This is an optimization exercise on Yosys and OpenROAD, whose aim is small area, a short achievable clock period and few clock cycles per item, not a production implementation.
The RTL was checked by simulation tests, not by an equivalence proof against the original design.

==> run a: inputs <==
==> flow/design.v <==
module tk_sha512_k (
    input  wire [6:0]  idx,
    output reg  [63:0] k
);
    always @(*) begin
        case (idx)
            7'd0: k = 64'h428a2f98d728ae22;
            7'd1: k = 64'h7137449123ef65cd;
            7'd2: k = 64'hb5c0fbcfec4d3b2f;
            7'd3: k = 64'he9b5dba58189dbbc;
            7'd4: k = 64'h3956c25bf348b538;
            7'd5: k = 64'h59f111f1b605d019;
            7'd6: k = 64'h923f82a4af194f9b;
            7'd7: k = 64'hab1c5ed5da6d8118;
            7'd8: k = 64'hd807aa98a3030242;
            7'd9: k = 64'h12835b0145706fbe;
            7'd10: k = 64'h243185be4ee4b28c;
            7'd11: k = 64'h550c7dc3d5ffb4e2;
            7'd12: k = 64'h72be5d74f27b896f;
            7'd13: k = 64'h80deb1fe3b1696b1;
            7'd14: k = 64'h9bdc06a725c71235;
            7'd15: k = 64'hc19bf174cf692694;
            7'd16: k = 64'he49b69c19ef14ad2;
            7'd17: k = 64'hefbe4786384f25e3;
            7'd18: k = 64'h0fc19dc68b8cd5b5;
            7'd19: k = 64'h240ca1cc77ac9c65;
            7'd20: k = 64'h2de92c6f592b0275;
            7'd21: k = 64'h4a7484aa6ea6e483;
            7'd22: k = 64'h5cb0a9dcbd41fbd4;
            7'd23: k = 64'h76f988da831153b5;
            7'd24: k = 64'h983e5152ee66dfab;
            7'd25: k = 64'ha831c66d2db43210;
            7'd26: k = 64'hb00327c898fb213f;
            7'd27: k = 64'hbf597fc7beef0ee4;
            7'd28: k = 64'hc6e00bf33da88fc2;
            7'd29: k = 64'hd5a79147930aa725;
            7'd30: k = 64'h06ca6351e003826f;
            7'd31: k = 64'h142929670a0e6e70;
            7'd32: k = 64'h27b70a8546d22ffc;
            7'd33: k = 64'h2e1b21385c26c926;
            7'd34: k = 64'h4d2c6dfc5ac42aed;
            7'd35: k = 64'h53380d139d95b3df;
            7'd36: k = 64'h650a73548baf63de;
            7'd37: k = 64'h766a0abb3c77b2a8;
            7'd38: k = 64'h81c2c92e47edaee6;
            7'd39: k = 64'h92722c851482353b;
            7'd40: k = 64'ha2bfe8a14cf10364;
            7'd41: k = 64'ha81a664bbc423001;
            7'd42: k = 64'hc24b8b70d0f89791;
            7'd43: k = 64'hc76c51a30654be30;
            7'd44: k = 64'hd192e819d6ef5218;
            7'd45: k = 64'hd69906245565a910;
            7'd46: k = 64'hf40e35855771202a;
            7'd47: k = 64'h106aa07032bbd1b8;
            7'd48: k = 64'h19a4c116b8d2d0c8;
            7'd49: k = 64'h1e376c085141ab53;
            7'd50: k = 64'h2748774cdf8eeb99;
            7'd51: k = 64'h34b0bcb5e19b48a8;
            7'd52: k = 64'h391c0cb3c5c95a63;
            7'd53: k = 64'h4ed8aa4ae3418acb;
            7'd54: k = 64'h5b9cca4f7763e373;
            7'd55: k = 64'h682e6ff3d6b2b8a3;
            7'd56: k = 64'h748f82ee5defb2fc;
            7'd57: k = 64'h78a5636f43172f60;
            7'd58: k = 64'h84c87814a1f0ab72;
            7'd59: k = 64'h8cc702081a6439ec;
            7'd60: k = 64'h90befffa23631e28;
            7'd61: k = 64'ha4506cebde82bde9;
            7'd62: k = 64'hbef9a3f7b2c67915;
            7'd63: k = 64'hc67178f2e372532b;
            7'd64: k = 64'hca273eceea26619c;
            7'd65: k = 64'hd186b8c721c0c207;
            7'd66: k = 64'heada7dd6cde0eb1e;
            7'd67: k = 64'hf57d4f7fee6ed178;
            7'd68: k = 64'h06f067aa72176fba;
            7'd69: k = 64'h0a637dc5a2c898a6;
            7'd70: k = 64'h113f9804bef90dae;
            7'd71: k = 64'h1b710b35131c471b;
            7'd72: k = 64'h28db77f523047d84;
            7'd73: k = 64'h32caab7b40c72493;
            7'd74: k = 64'h3c9ebe0a15c9bebc;
            7'd75: k = 64'h431d67c49c100d4c;
            7'd76: k = 64'h4cc5d4becb3e42b6;
            7'd77: k = 64'h597f299cfc657e2a;
            7'd78: k = 64'h5fcb6fab3ad6faec;
            7'd79: k = 64'h6c44198c4a475817;
            default: k = 64'h0;
        endcase
    end
endmodule
module tk_sha512 (
    input  wire         clk,
    input  wire         rst,         
    input  wire         in_valid,
    output wire         in_ready,
    input  wire [63:0]  in_data,
    input  wire         in_first,
    output reg          out_valid,
    output wire [511:0] digest
);
    localparam [1:0] S_LOAD  = 2'd0,
                     S_ROUND = 2'd1,
                     S_FINAL = 2'd2;
    localparam [63:0] IV0 = 64'h6a09e667f3bcc908,
                      IV1 = 64'hbb67ae8584caa73b,
                      IV2 = 64'h3c6ef372fe94f82b,
                      IV3 = 64'ha54ff53a5f1d36f1,
                      IV4 = 64'h510e527fade682d1,
                      IV5 = 64'h9b05688c2b3e6c1f,
                      IV6 = 64'h1f83d9abfb41bd6b,
                      IV7 = 64'h5be0cd19137e2179;
    reg [1:0]  state;
    reg [6:0]  cnt;           
    reg [63:0] h0, h1, h2, h3, h4, h5, h6, h7;
    reg [63:0] a, b, c, d, e, f, g, h;
    reg [1023:0] wv;
    wire [63:0] w0  = wv[63:0];
    wire [63:0] w1  = wv[127:64];
    wire [63:0] w9  = wv[639:576];
    wire [63:0] w14 = wv[959:896];
    assign in_ready = (state == S_LOAD);
    assign digest   = {h0, h1, h2, h3, h4, h5, h6, h7};
    wire accept = in_valid && in_ready;
    wire [63:0] k_t;
    tk_sha512_k u_k (.idx(cnt), .k(k_t));
    wire [63:0] bsig0 = {a[27:0], a[63:28]} ^ {a[33:0], a[63:34]} ^ {a[38:0], a[63:39]};
    wire [63:0] bsig1 = {e[13:0], e[63:14]} ^ {e[17:0], e[63:18]} ^ {e[40:0], e[63:41]};
    wire [63:0] ch    = (e & f) ^ (~e & g);
    wire [63:0] maj   = (a & b) ^ (a & c) ^ (b & c);
    wire [63:0] t1    = h + bsig1 + ch + k_t + w0;
    wire [63:0] t2    = bsig0 + maj;
    wire [63:0] ssig0 = {w1[0], w1[63:1]} ^ {w1[7:0], w1[63:8]} ^ (w1 >> 7);
    wire [63:0] ssig1 = {w14[18:0], w14[63:19]} ^ {w14[60:0], w14[63:61]} ^ (w14 >> 6);
    wire [63:0] w_new = ssig1 + w9 + ssig0 + w0;
    always @(posedge clk) begin
        if (rst) begin
            state     <= S_LOAD;
            cnt       <= 7'd0;
            out_valid <= 1'b0;
        end else begin
            out_valid <= 1'b0;
            case (state)
                S_LOAD: begin
                    if (accept) begin
                        wv <= {in_data, wv[1023:64]};
                        if (cnt == 7'd0 && in_first) begin
                            h0 <= IV0; h1 <= IV1; h2 <= IV2; h3 <= IV3;
                            h4 <= IV4; h5 <= IV5; h6 <= IV6; h7 <= IV7;
                        end
                        if (cnt == 7'd15) begin
                            a <= h0; b <= h1; c <= h2; d <= h3;
                            e <= h4; f <= h5; g <= h6; h <= h7;
                            cnt   <= 7'd0;
                            state <= S_ROUND;
                        end else begin
                            cnt <= cnt + 7'd1;
                        end
                    end
                end
                S_ROUND: begin
                    h <= g;
                    g <= f;
                    f <= e;
                    e <= d + t1;
                    d <= c;
                    c <= b;
                    b <= a;
                    a <= t1 + t2;
                    wv <= {w_new, wv[1023:64]};
                    if (cnt == 7'd79) begin
                        cnt   <= 7'd0;
                        state <= S_FINAL;
                    end else begin
                        cnt <= cnt + 7'd1;
                    end
                end
                default: begin    
                    h0 <= h0 + a; h1 <= h1 + b; h2 <= h2 + c; h3 <= h3 + d;
                    h4 <= h4 + e; h5 <= h5 + f; h6 <= h6 + g; h7 <= h7 + h;
                    out_valid <= 1'b1;
                    state     <= S_LOAD;
                end
            endcase
        end
    end
endmodule
==> flow/run.sh <==
#!/bin/bash
# synth_recipe.tcl (not shown) runs the flow's synth.tcl, then flattens the netlist and writes it again
# the make line also repeats each setting of config.mk as NAME=value (left out here)
make -C /OpenROAD-flow-scripts/flow DESIGN_CONFIG=/design/flow/config.mk WORK_HOME=/design/flow/orfs CLKGATE_MAP_FILE= SYNTH_SCRIPT=/design/flow/synth_recipe.tcl finish
==> flow/config.mk <==
export PLATFORM = sky130hd
export DESIGN_NAME = tk_sha512
export DESIGN_NICKNAME = tk_sha512
export VERILOG_FILES = /design/flow/design.v
export SDC_FILE = /design/flow/constraint.sdc
export NUM_CORES = 4
export LEC_CHECK = 0
export CAP_MARGIN = 20
export CORE_MARGIN = 2
export CORE_UTILIZATION = 40
export PLACE_DENSITY = 0.6
export SLEW_MARGIN = 20
export SYNTH_MEMORY_MAX_BITS = 16384
==> flow/constraint.sdc <==
create_clock -name core_clock -period 10.0 [get_ports {clk}]
set_input_delay 2.0000 -clock core_clock [delete_from_list [all_inputs] [get_ports {clk}]]
set_output_delay 2.0000 -clock core_clock [all_outputs]
set_load 0.01 [all_outputs]
==> run b: changes against run a <==
==> flow/design.v, changed modules only <==
module tk_sha512 (
    input  wire         clk,
    input  wire         rst,         
    input  wire         in_valid,
    output wire         in_ready,
    input  wire [63:0]  in_data,
    input  wire         in_first,
    output reg          out_valid,
    output wire [511:0] digest
);
    localparam [63:0] IV0 = 64'h6a09e667f3bcc908,
                      IV1 = 64'hbb67ae8584caa73b,
                      IV2 = 64'h3c6ef372fe94f82b,
                      IV3 = 64'ha54ff53a5f1d36f1,
                      IV4 = 64'h510e527fade682d1,
                      IV5 = 64'h9b05688c2b3e6c1f,
                      IV6 = 64'h1f83d9abfb41bd6b,
                      IV7 = 64'h5be0cd19137e2179;
    reg        run;           
    reg        fin;           
    reg        hw0;           
    reg        first_n;       
    reg        first_c;       
    reg [6:0]  t;             
    reg [6:0]  tk;            
    reg [63:0] r0, r1, r2, r3, q0, q1, q2, q3;
    reg [63:0] a, b, c, d, e, f, g, h;
    reg [63:0] p;
    reg [1023:0] wv;
    assign digest = {r3, r2, r1, r0, q3, q2, q1, q0};
    wire t_le13 = (t <= 7'd13);
    wire t_79   = (t == 7'd79);
    wire idle   = !run && !fin;
    wire pre    = (fin || idle) && hw0;       
    assign in_ready = (run && (t_le13 || t_79)) || fin || idle;
    wire accept = in_valid && in_ready;
    wire take_w0 = accept && !pre && !(run && t_le13);   
    wire start  = accept && pre;              
    wire adv    = run && (!t_le13 || in_valid);
    wire sched  = run && (t >= 7'd14) && (t <= 7'd77);
    wire ring   = (run && (t >= 7'd77)) || fin;
    wire ld_iv  = pre && first_n;
    function [63:0] maj3(input [63:0] x, input [63:0] y, input [63:0] z);
        maj3 = (x & y) | (x & z) | (y & z);
    endfunction
    wire [63:0] bsig0 = {a[27:0], a[63:28]} ^ {a[33:0], a[63:34]} ^ {a[38:0], a[63:39]};
    wire [63:0] bsig1 = {e[13:0], e[63:14]} ^ {e[17:0], e[63:18]} ^ {e[40:0], e[63:41]};
    wire [63:0] ch    = (e & f) ^ (~e & g);
    wire [63:0] mj    = maj3(a, b, c);
    wire [63:0] s1 = p ^ bsig1 ^ ch;
    wire [63:0] c1 = {maj3(p, bsig1, ch), 1'b0};
    wire [63:0] s2 = s1 ^ c1 ^ d;
    wire [63:0] c2 = {maj3(s1, c1, d), 1'b0};
    wire [63:0] e_new = s2 + c2[63:0];
    wire [63:0] s3 = s1 ^ c1 ^ bsig0;
    wire [63:0] c3 = {maj3(s1, c1, bsig0), 1'b0};
    wire [63:0] s4 = s3 ^ c3 ^ mj;
    wire [63:0] c4 = {maj3(s3, c3, mj), 1'b0};
    wire [63:0] a_new = s4 + c4;
    wire [63:0] w0  = wv[63:0];
    wire [63:0] w1  = wv[127:64];
    wire [63:0] w9  = wv[639:576];
    wire [63:0] w14 = wv[959:896];
    wire [63:0] w15 = wv[1023:960];
    wire [63:0] ssig0 = {w1[0], w1[63:1]} ^ {w1[7:0], w1[63:8]} ^ (w1 >> 7);
    wire [63:0] ssig1 = {w14[18:0], w14[63:19]} ^ {w14[60:0], w14[63:61]} ^ (w14 >> 6);
    wire [63:0] s5 = ssig1 ^ w9 ^ ssig0;
    wire [63:0] c5 = {maj3(ssig1, w9, ssig0), 1'b0};
    wire [63:0] s6 = s5 ^ c5 ^ w0;
    wire [63:0] c6 = {maj3(s5, c5, w0), 1'b0};
    wire [63:0] w_new = s6 + c6;
    wire [63:0] k_t;
    tk_sha512_k u_k (.idx(tk), .k(k_t));
    wire [63:0] hn = run ? g : (first_n ? IV7 : (fin ? q1 : h));
    wire [63:0] s7 = hn ^ k_t ^ w15;
    wire [63:0] c7 = {maj3(hn, k_t, w15), 1'b0};
    wire [63:0] p_new = s7 + c7;
    reg [63:0] iva, ive;
    always @(*) begin
        case ({fin, t[1:0]})
            3'b001:  begin iva = IV3; ive = IV7; end    
            3'b010:  begin iva = IV2; ive = IV6; end    
            3'b011:  begin iva = IV1; ive = IV5; end    
            default: begin iva = IV0; ive = IV4; end    
        endcase
    end
    wire [63:0] ra = (first_c ? iva : r0) + a;
    wire [63:0] re = (first_c ? ive : q0) + e;
    always @(posedge clk) begin
        if (rst) begin
            run       <= 1'b0;
            fin       <= 1'b0;
            hw0       <= 1'b0;
            out_valid <= 1'b0;
        end else begin
            out_valid <= fin;
            if (run) begin
                if (adv) begin
                    t  <= t + 7'd1;
                    tk <= tk + 7'd1;
                end
                if (t_79) begin
                    tk  <= 7'd0;
                    run <= 1'b0;
                    fin <= 1'b1;
                end
            end else begin
                fin <= 1'b0;
            end
            if (take_w0) begin
                hw0     <= 1'b1;
                first_n <= in_first;
            end
            if (!run)
                tk <= 7'd0;
            if (start) begin
                hw0     <= 1'b0;
                run     <= 1'b1;
                t       <= 7'd0;
                tk      <= 7'd1;
                first_c <= first_n;
            end
        end
    end
    always @(posedge clk) begin
        if (accept || sched)
            wv <= {(in_ready ? in_data : w_new), wv[1023:64]};
        if (adv || pre)
            p <= p_new;
        if (ring) begin
            r0 <= r1; r1 <= r2; r2 <= r3; r3 <= ra;
            q0 <= q1; q1 <= q2; q2 <= q3; q3 <= re;
        end
        if (ld_iv) begin
            a <= IV0; b <= IV1; c <= IV2; d <= IV3;
            e <= IV4; f <= IV5; g <= IV6; h <= IV7;
        end else if (fin) begin
            a <= ra; b <= r3; c <= r2; d <= r1;
            e <= re; f <= q3; g <= q2; h <= q1;
        end else if (adv) begin
            h <= g; g <= f; f <= e; e <= e_new;
            d <= c; c <= b; b <= a; a <= a_new;
        end
    end
endmodule
Settings changed: ABC_CLOCK_PERIOD_IN_PS set to 4000.
==> qor summary <==
	run a	run b
Drt via density	5.87	5.84
Starting utilization of the core area	40.1%	40.3%
Fraction of standard cell area in multi-input logic	43.5%	39.6%
Antenna cells	13	12
Count of vias placed by the detailed router	108,471	91,332
Design area	0.155 mm2	0.136 mm2
Non-clock buffers	801	799
Global Route met3 Usage	7.09%	5.11%
Final critical delay including setup and external delays	9.32 ns	7.64 ns
Post-route clock skew	0.0816 ns	0.0809 ns
Largest net degree at the start of global routing	204	168
Run status	timing/DRC/antenna clean	timing/DRC/antenna clean
Clock-pin slew reported for the worst setup and hold paths after clock tree synthesis	0.06 ns	0.08 ns
Slack of the critical path	0.682 ns	2.36 ns
Tightest Pin Transition	1.32 ns	1.21 ns
P&R area growth vs syn	13.9%	15.5%
Stages on the worst setup path	29	25
Fill cell count	32,322	26,910
Post-synth EDFFs	2,048	1,616
Clock network contribution to total cell area	5.14%	5.90%
Number of global-route vias before repair	101,065	87,903
Proportion of synthesized chip area in sequential cells	46.2%	50.1%
Number of violations reported at the end of detailed-routing iteration 0	14,379	10,892
Met3 layer wire length in the routed design	58,200 um	37,000 um
Testbench counts of run a, summed over its fixed seeds: cycles 37,256, blocks 384.
Testbench counts of run b, summed over its fixed seeds: cycles 31,128, blocks 384.

[separate check: timing with driven ports]
Ports are ideal in the flow. The routed layouts listed here were re-timed in OpenROAD. Step 1: set_driving_cell puts a clkbuf_16 on clk and a buf_2 on each other input, an assumption about the parent block. Step 2, shift: input delay + t, output delay - t, t = (earliest + latest rising clock arrival at the registers) / 2. This alone moves slack from input paths to output paths. a / b / c = ideal ports / drivers / drivers and shift; a / b = the first two.
run	shift t [ns]	setup WS [ns]	cell pins on the clock port's net
run a	1.062	0.682 / 0.682 / 0.682	1
run b	1.016	2.358 / 2.358 / 2.358	1
After both steps setup and hold are still met in every run listed.
